This design comes from an exercise in tuning for small area, a short achievable clock period and few clock cycles on the open sky130 flow, not from production work.
Function not checked in this run: the RTL went through the layout flow alone.
Power is estimated from default activity; no workload was simulated.

==> design.v <==
module lens_alu (
    input             clk,
    input             rst,
    input             mv,
    input      [3:0]  port,
    input      [31:0] data,
    output reg [31:0] out,
    output reg        bwe,
    output reg [7:0]  bidx,
    output reg        bval
);
    reg [31:0] b;
    reg [31:0] kd;
    wire [31:0] a        = data;
    wire        big      = |b[31:5];
    wire [4:0]  sh       = b[4:0];
    wire        lt_s     = $signed(a) < $signed(b);
    wire        lt_u     = a < b;
    wire [63:0] rot2     = {a, a} << sh;
    wire [31:0] sar      = $signed(a) >>> sh;
    reg [31:0] res;
    always @(*) begin
        case (port)
            4'd3:  res = a + b;
            4'd4:  res = a - b;
            4'd5:  res = a & b;
            4'd6:  res = a | b;
            4'd7:  res = a ^ b;
            4'd8:  res = a & ~b;
            4'd9:  res = big ? 32'd0 : (a << sh);
            4'd10: res = big ? 32'd0 : (a >> sh);
            4'd11: res = big ? {32{a[31]}} : sar;
            4'd12: res = rot2[63:32];
            4'd13: res = {31'd0, a == b};
            4'd14: res = {31'd0, lt_s};
            4'd15: res = {31'd0, lt_u};
            default: res = 32'd0;
        endcase
    end
    wire trig = mv && (port >= 4'd3);
    wire cmp  = mv && (port >= 4'd13);
    always @(posedge clk) begin
        if (rst) begin
            b    <= 32'd0;
            kd   <= 32'd0;
            out  <= 32'd0;
            bwe  <= 1'b0;
            bidx <= 8'd0;
            bval <= 1'b0;
        end else begin
            if (mv && port == 4'd0) b  <= data;
            if (mv && port == 4'd1) kd <= data;
            if (trig) out <= res;
            bwe <= cmp && (kd[7:0] != 8'd0);
            if (cmp) begin
                bidx <= kd[7:0];
                bval <= res[0];
            end
        end
    end
endmodule
module lens_mul (
    input             clk,
    input             rst,
    input             mv,
    input      [3:0]  port,
    input      [31:0] data,
    output reg [31:0] mlo,
    output reg [31:0] mhi
);
    reg [31:0] b;
    reg        v1;
    reg [32:0] x1;
    reg [32:0] y1;
    reg        v2;
    reg [63:0] p2;
    wire trig = mv && (port == 4'd1 || port == 4'd2 || port == 4'd3);
    wire a_sg = (port == 4'd2) || (port == 4'd3);
    wire b_sg = (port == 4'd2);
    wire [65:0] prod = $signed(x1) * $signed(y1);
    always @(posedge clk) begin
        if (rst) begin
            b   <= 32'd0;
            v1  <= 1'b0;
            v2  <= 1'b0;
            x1  <= 33'd0;
            y1  <= 33'd0;
            p2  <= 64'd0;
            mlo <= 32'd0;
            mhi <= 32'd0;
        end else begin
            if (mv && port == 4'd0) b <= data;
            v1 <= trig;
            if (trig) begin
                x1 <= {a_sg & data[31], data};
                y1 <= {b_sg & b[31], b};
            end
            v2 <= v1;
            if (v1) p2 <= prod[63:0];
            if (v2) begin
                mlo <= p2[31:0];
                mhi <= p2[63:32];
            end
        end
    end
endmodule
module lens_div (
    input             clk,
    input             rst,
    input             mv,
    input      [3:0]  port,
    input      [31:0] data,
    output reg [31:0] out,
    output reg [31:0] rem,
    output            busy,
    output reg        done,
    output reg        set16,
    output reg        set17
);
    localparam IDLE = 2'd0, RUN = 2'd1, FIN = 2'd2;
    reg [31:0] dvsr;            
    reg [1:0]  state;
    reg [3:0]  cnt;
    reg [31:0] d;               
    reg [31:0] q;               
    reg [32:0] r;               
    reg        neg_q;
    reg        neg_r;
    reg        dz;
    reg        ovf;
    reg [31:0] dividend;
    wire trig = mv && (port == 4'd1 || port == 4'd2) && (state == IDLE);
    wire sgn  = (port == 4'd2);
    wire [31:0] abs_a = (sgn && data[31]) ? -data : data;
    wire [31:0] abs_b = (sgn && dvsr[31]) ? -dvsr : dvsr;
    wire [32:0] r1  = {r[31:0], q[31]};
    wire [32:0] t1  = r1 - {1'b0, d};
    wire        q1  = ~t1[32];
    wire [32:0] r1n = q1 ? t1 : r1;
    wire [32:0] r2  = {r1n[31:0], q[30]};
    wire [32:0] t2  = r2 - {1'b0, d};
    wire        q2  = ~t2[32];
    wire [32:0] r2n = q2 ? t2 : r2;
    assign busy = (state != IDLE);
    always @(posedge clk) begin
        if (rst) begin
            dvsr     <= 32'd0;
            state    <= IDLE;
            cnt      <= 4'd0;
            d        <= 32'd0;
            q        <= 32'd0;
            r        <= 33'd0;
            neg_q    <= 1'b0;
            neg_r    <= 1'b0;
            dz       <= 1'b0;
            ovf      <= 1'b0;
            dividend <= 32'd0;
            out      <= 32'd0;
            rem      <= 32'd0;
            done     <= 1'b0;
            set16    <= 1'b0;
            set17    <= 1'b0;
        end else begin
            if (mv && port == 4'd0) dvsr <= data;
            done  <= 1'b0;
            set16 <= 1'b0;
            set17 <= 1'b0;
            case (state)
                IDLE: if (trig) begin
                    state    <= RUN;
                    cnt      <= 4'd0;
                    d        <= abs_b;
                    q        <= abs_a;
                    r        <= 33'd0;
                    neg_q    <= sgn && (data[31] ^ dvsr[31]);
                    neg_r    <= sgn && data[31];
                    dz       <= (dvsr == 32'd0);
                    ovf      <= sgn && (data == 32'h8000_0000) && (dvsr == 32'hFFFF_FFFF);
                    dividend <= data;
                end
                RUN: begin
                    r   <= r2n;
                    q   <= {q[29:0], q1, q2};
                    cnt <= cnt + 4'd1;
                    if (cnt == 4'd15) state <= FIN;
                end
                FIN: begin
                    state <= IDLE;
                    done  <= 1'b1;
                    if (dz) begin
                        out   <= 32'hFFFF_FFFF;
                        rem   <= dividend;
                        set16 <= 1'b1;
                    end else begin
                        out   <= neg_q ? -q : q;
                        rem   <= neg_r ? -r[31:0] : r[31:0];
                        set17 <= ovf;
                    end
                end
                default: state <= IDLE;
            endcase
        end
    end
endmodule
module lens_intu (
    input         clk,
    input         rst,
    input         a0_mv,
    input  [3:0]  a0_port,
    input  [31:0] a0_data,
    input         a1_mv,
    input  [3:0]  a1_port,
    input  [31:0] a1_data,
    input         m_mv,
    input  [3:0]  m_port,
    input  [31:0] m_data,
    input         d_mv,
    input  [3:0]  d_port,
    input  [31:0] d_data,
    output [31:0] a0_out,
    output        a0_bwe,
    output [7:0]  a0_bidx,
    output        a0_bval,
    output [31:0] a1_out,
    output        a1_bwe,
    output [7:0]  a1_bidx,
    output        a1_bval,
    output [31:0] mlo,
    output [31:0] mhi,
    output [31:0] d_out,
    output [31:0] d_rem,
    output        d_busy,
    output        d_done,
    output        d_set16,
    output        d_set17
);
    lens_alu u_alu0 (.clk(clk), .rst(rst), .mv(a0_mv), .port(a0_port), .data(a0_data),
                     .out(a0_out), .bwe(a0_bwe), .bidx(a0_bidx), .bval(a0_bval));
    lens_alu u_alu1 (.clk(clk), .rst(rst), .mv(a1_mv), .port(a1_port), .data(a1_data),
                     .out(a1_out), .bwe(a1_bwe), .bidx(a1_bidx), .bval(a1_bval));
    lens_mul u_mul  (.clk(clk), .rst(rst), .mv(m_mv), .port(m_port), .data(m_data),
                     .mlo(mlo), .mhi(mhi));
    lens_div u_div  (.clk(clk), .rst(rst), .mv(d_mv), .port(d_port), .data(d_data),
                     .out(d_out), .rem(d_rem), .busy(d_busy), .done(d_done),
                     .set16(d_set16), .set17(d_set17));
endmodule
==> run.sh <==
#!/bin/bash
# synth_recipe.tcl (not shown) runs the flow's synth.tcl, then flattens the netlist and writes it again
# the make line also repeats each setting of config.mk as NAME=value (left out here)
make -C /OpenROAD-flow-scripts/flow DESIGN_CONFIG=/design/flow/config.mk WORK_HOME=/design/flow/orfs CLKGATE_MAP_FILE= SYNTH_SCRIPT=/design/flow/synth_recipe.tcl finish
==> config.mk <==
export PLATFORM = sky130hd
export DESIGN_NAME = lens_intu
export DESIGN_NICKNAME = lens_intu
export VERILOG_FILES = /design/flow/design.v
export SDC_FILE = /design/flow/constraint.sdc
export NUM_CORES = 4
export LEC_CHECK = 0
export CAP_MARGIN = 20
export CORE_MARGIN = 2
export CORE_UTILIZATION = 35
export SLEW_MARGIN = 20
==> constraint.sdc <==
create_clock -name core_clock -period 11.0 [get_ports {clk}]
set_input_delay 2.2000 -clock core_clock [delete_from_list [all_inputs] [get_ports {clk}]]
set_output_delay 2.2000 -clock core_clock [all_outputs]
set_load 0.01 [all_outputs]
==> reports/qor.csv <==
stage,metric,value,unit
status,status,finished clean,
setup_path,rrSetupSlack,0.97,ns
placement,io_buffers,365,
global_routing,grt_pass1_vias,77600,
floorplanning,die_y,497,um
setup_path,r2r_end,u_mul.p2[63]$_SDFFE_PP0P_,
logic_synthesis,synth_adder_area_share,33.5,%
sta,fin_ws,0.970,ns
cts,worstSkewPairLatency,0.77,ns
worst_hold_path,hp-start,u_div.dividend[31]$_SDFFE_PP0P_,
logic_synthesis,yosysSeqAreaShare,14.8,%
sta,worst_hold_slack,0.451,ns
sta,rsz0062_at_grt,no,
drt,first_pass_iters,7,
setup_path,cp_slowest_cell,dfxtp_1,
logic_synthesis,synthTopCellsByArea,"fa_1 (27%), dfxtp_1 (15%), ha_1 (7.0%), nand2_1 (6.8%), inv_1 (5.9%)",
setup_path,cp_max_fo,23,
drt,routed_wl,346000,um
sta,clock-skew-final,0.0470,ns
worst_hold_path,worstHoldEndpoint,u_div.dividend[31]$_SDFFE_PP0P_,
floorplanning,die_width,497,um
setup_path,cpPeakStageDelay,1.04,ns
setup_path,critPathArrivalTime,10.70,ns
logic_synthesis,synthArstFlopShare,0,%
sta,tns,0,ns
global_routing,track_usage,27.6,%
logic_synthesis,synth_top_area_share,26.6,%
cts,htree_levels,3,
logic_synthesis,ys.flop_type,dfxtp_1,
sta,max_freq,99.7,MHz
sta,tightest_slew,1.26,ns
placement,post-place-ws,1.08,ns
logic_synthesis,synthCells,10500,
cts,cts_inserted_buffers,83,
drt,drc,0,
cts,cts_root_buffer,clkbuf_16,
setup_path,start_kind,flop,
layout,finalInstanceArea,94900,um2
setup_path,reg2reg_depth,28,
floorplanning,rows,181,
global_routing,grt_pass1_wl,518000,um
logic_synthesis,synthMuxAreaShare,6.15,%
layout,final_cell_mix,"nand2_1 (1539), inv_1 (1338), fa_1 (1131)",
sta,fin_crit,10.03,ns
pwr,power,10.8,mW
drt,vias,77000,
drt,vias_per_cell,5.62,
logic_synthesis,synth-edff-count,0,
pwr,p_per_area,114,nW/um2
logic_synthesis,yosys.cell_types.count,90,
cts,ctsResizeCount,0,
layout,final_nets,12200,
cts,postCtsHoldBufs,0,
global_routing,antenna_found_initial,17,
global_routing,grt_max_degree,139,
setup_path,criticalPathCategory,flop to flop,
global_routing,grt_remaining_overflow,0,
cts,cts_sinks,629,
logic_synthesis,synth_seq_cells,629,
cts,cts_tree,yes,
layout,final_common_cell,nand2_1,
drt,antenna_left,0,
logic_synthesis,netlist_area,85200,um2
run,drv_cap,0,
placement,routabilityCongestion,0.998,
worst_hold_path,hold_depth,2,
cts,post_cts_buffers,0,
pwr,p_leak,41.2,nW
logic_synthesis,yosysWarningCount,3,
worst_hold_path,hp-class,flop to flop,
floorplanning,die-area,247000,um2
sta,period_share,91.2,%
logic_synthesis,synthesis.nets,12200,
drt,post_drt_wl_per_cell,25.3,um
logic_synthesis,synth_top_family_by_area,adder cells,
floorplanning,core,243000,um2
cts,clock_path_buffers,3,
placement,dp_hpwl,272000,um
floorplanning,start_util,35.1,%
cts,clk_pin_slew_worst_paths,0.06,ns
sta,setup_viol,0,
sta,relSlewSlack,15.9,%
setup_path,end_kind,flop,
logic_synthesis,yosys.area.top_type,fa_1,
pwr,ir_drop,0.211,mV
setup_path,crit_path_frequent_cell,fa_1,
logic_synthesis,synth-simple-area-share,18.7,%
setup_path,worstReg2RegStart,u_mul.x1[12]$_SDFFE_PP0P_,
logic_synthesis,synth_xor_area_share,2.70,%
sta,slew_violations,0,
layout,syn_to_final_growth,11.3,%
sta,final_hold_viol_count,0,
floorplanning,ios,366,
logic_synthesis,syn_area_per_cell,8.13,um2
drt,drt_iter0_drc,7766,
layout,drive_above_1_share,5.72,%
placement,placed_cell_area,91900,um2
logic_synthesis,synth_compound_area_share,15.1,%
setup_path,required,11.67,ns
-- stage by stage --
stage                     instances  util (%)
after floorplan               10500         -
after global placement        13500      37.9
after detailed placement      13500      37.9
after CTS                     13700      39.0
after global routing          13700      39.1
final                         13700      39.1
-- flip-flops by register name, summed over array words and instances, names as in the netlist, 8 cells and up --
signal,flops
u_alu0.bidx,8
u_div.dividend,32
u_div.q,32
u_mul.b,32
u_alu0.kd,8
u_div.rem,32
u_mul.p2,64
u_alu1.bidx,8
u_alu1.b,32
u_div.r,32
u_alu0.b,32
u_mul.mlo,32
u_div.dvsr,32
u_alu1.kd,8
u_mul.x1,33
u_div.d,32
u_mul.y1,33
u_alu0.out,32
u_div.out,32
u_mul.mhi,32
u_alu1.out,32
-- synthesized netlist by cell type (44+ instances only) --
library cell,instances
ha_1,474
a221oi_1,67
a31oi_1,54
o21bai_1,48
a21oi_1,725
nor4_1,50
a22oi_1,44
fa_1,1131
xor2_1,99
dfxtp_1,629
a21o_1,109
xnor2_1,164
a211oi_1,113
nor2b_1,64
and2_1,574
o21ai_0,383
mux4_2,104
clkbuf_1,608
mux2_2,45
mux2i_1,239
nand3_1,107
nand2b_1,66
nor2_1,823
nand2_1,1542
nor3_1,114
o211ai_1,61
buf_1,70
o22ai_1,67
inv_1,1338
o31ai_1,52
-- cell families (layout without fill, tap and decap cells) --
| logic type | count (synthesis) | after routing |
|---|---|---|
| xor+xnor | 263 | 263 |
| buf+inv | 2043 | 2064 |
| flops | 629 | 629 |
| mux | 388 | 388 |
| simple gates | 3512 | 3512 |
| fa+ha+maj | 1605 | 1605 |
| compound gates | 2036 | 2036 |
| other cells | 0 | 12 |
-- metal layers --
layer / GRT usage (%) / part of all wire, % / routed length, um
met5: 0 / 0.019 / 65
met4: 15.4 / 6.4 / 22300
met3: 4.15 / 7.5 / 26000
met2: 43.4 / 45 / 156000
met1: 36.3 / 41 / 142000
-- power breakdown --
part / internal [mW] / switching (mW) / total [mW]
sequential: 2.34 / 0.109 / 2.45
clock: 1.65 / 1.29 / 2.94
combinational: 2.27 / 3.12 / 5.39
total: 6.26 / 4.52 / 10.8
-- area by class of cell --
| cell class | instances | area [um2] |
|---|---|---|
| fill | 24700 | 148000 |
| clock buffer | 102 | 2280 |
| inverter | 1344 | 5040 |
| sequential | 629 | 12600 |
| multi-input combinational | 7804 | 65100 |
| antenna | 12 | 30.0 |
| tap | 3202 | 4010 |
| timing repair buffer | 566 | 5200 |
| clock inverter | 52 | 608 |
-- critical path, delay by kind of cell, from the launching register on --
family | cells | cell delay (ns)
buffers and inverters | 7 | 0.84
multiplexers | 1 | 0.13
adder cells (fa/ha/maj) | 9 | 4.34
flip-flops | 1 | 1.04
AO/OA/AOI/OAI | 6 | 2.36
AND/OR/NAND/NOR | 5 | 1.23
-- how the worst max path moves through the flow --
stage / startpoint / endpoint / slack (ns) / depth (start not counted)
final: u_mul.x1[12]$_SDFFE_PP0P_ / u_mul.p2[63]$_SDFFE_PP0P_ / 0.97 / 28
after global routing: u_mul.y1[9]$_SDFFE_PP0P_ / u_mul.p2[61]$_SDFFE_PP0P_ / 0.65 / 27
after CTS: u_mul.y1[1]$_SDFFE_PP0P_ / u_mul.p2[63]$_SDFFE_PP0P_ / 1.09 / 23
after detailed placement: u_mul.y1[1]$_SDFFE_PP0P_ / u_mul.p2[63]$_SDFFE_PP0P_ / 1.08 / 23
after global placement: u_mul.x1[12]$_SDFFE_PP0P_ / u_mul.p2[63]$_SDFFE_PP0P_ / 1.18 / 28
after floorplan: u_mul.y1[0]$_SDFFE_PP0P_ / u_mul.p2[60]$_SDFFE_PP0P_ / 2.93 / 25

## what the ideal ports hide
The results above use ideal ports. As a check the final layout listed here was re-extracted and re-timed, cells and wires unchanged.
Step 1 (the two cells are an assumption about what drives the block):
set clk [get_ports {clk}]
set_driving_cell -lib_cell sky130_fd_sc_hd__clkbuf_16 $clk
set_driving_cell -lib_cell sky130_fd_sc_hd__buf_2 [delete_from_list [all_inputs] $clk]
Step 2, shift: input delay + t, output delay - t, t = (earliest + latest rising clock arrival at the registers) / 2. This alone moves slack from input paths to output paths.
a / b / c = ideal ports / drivers / drivers and shift; a / b = the first two.
shift t [ns]: 0.834
setup WS [ns]: 0.970 / 0.970 / 0.970
worst register clock-pin slew, ns: 0.08 / 0.08
After both steps setup and hold are still met in this run. The setup slack of this run moves by 0.000 ns with the drivers and by 0.000 ns with both steps.
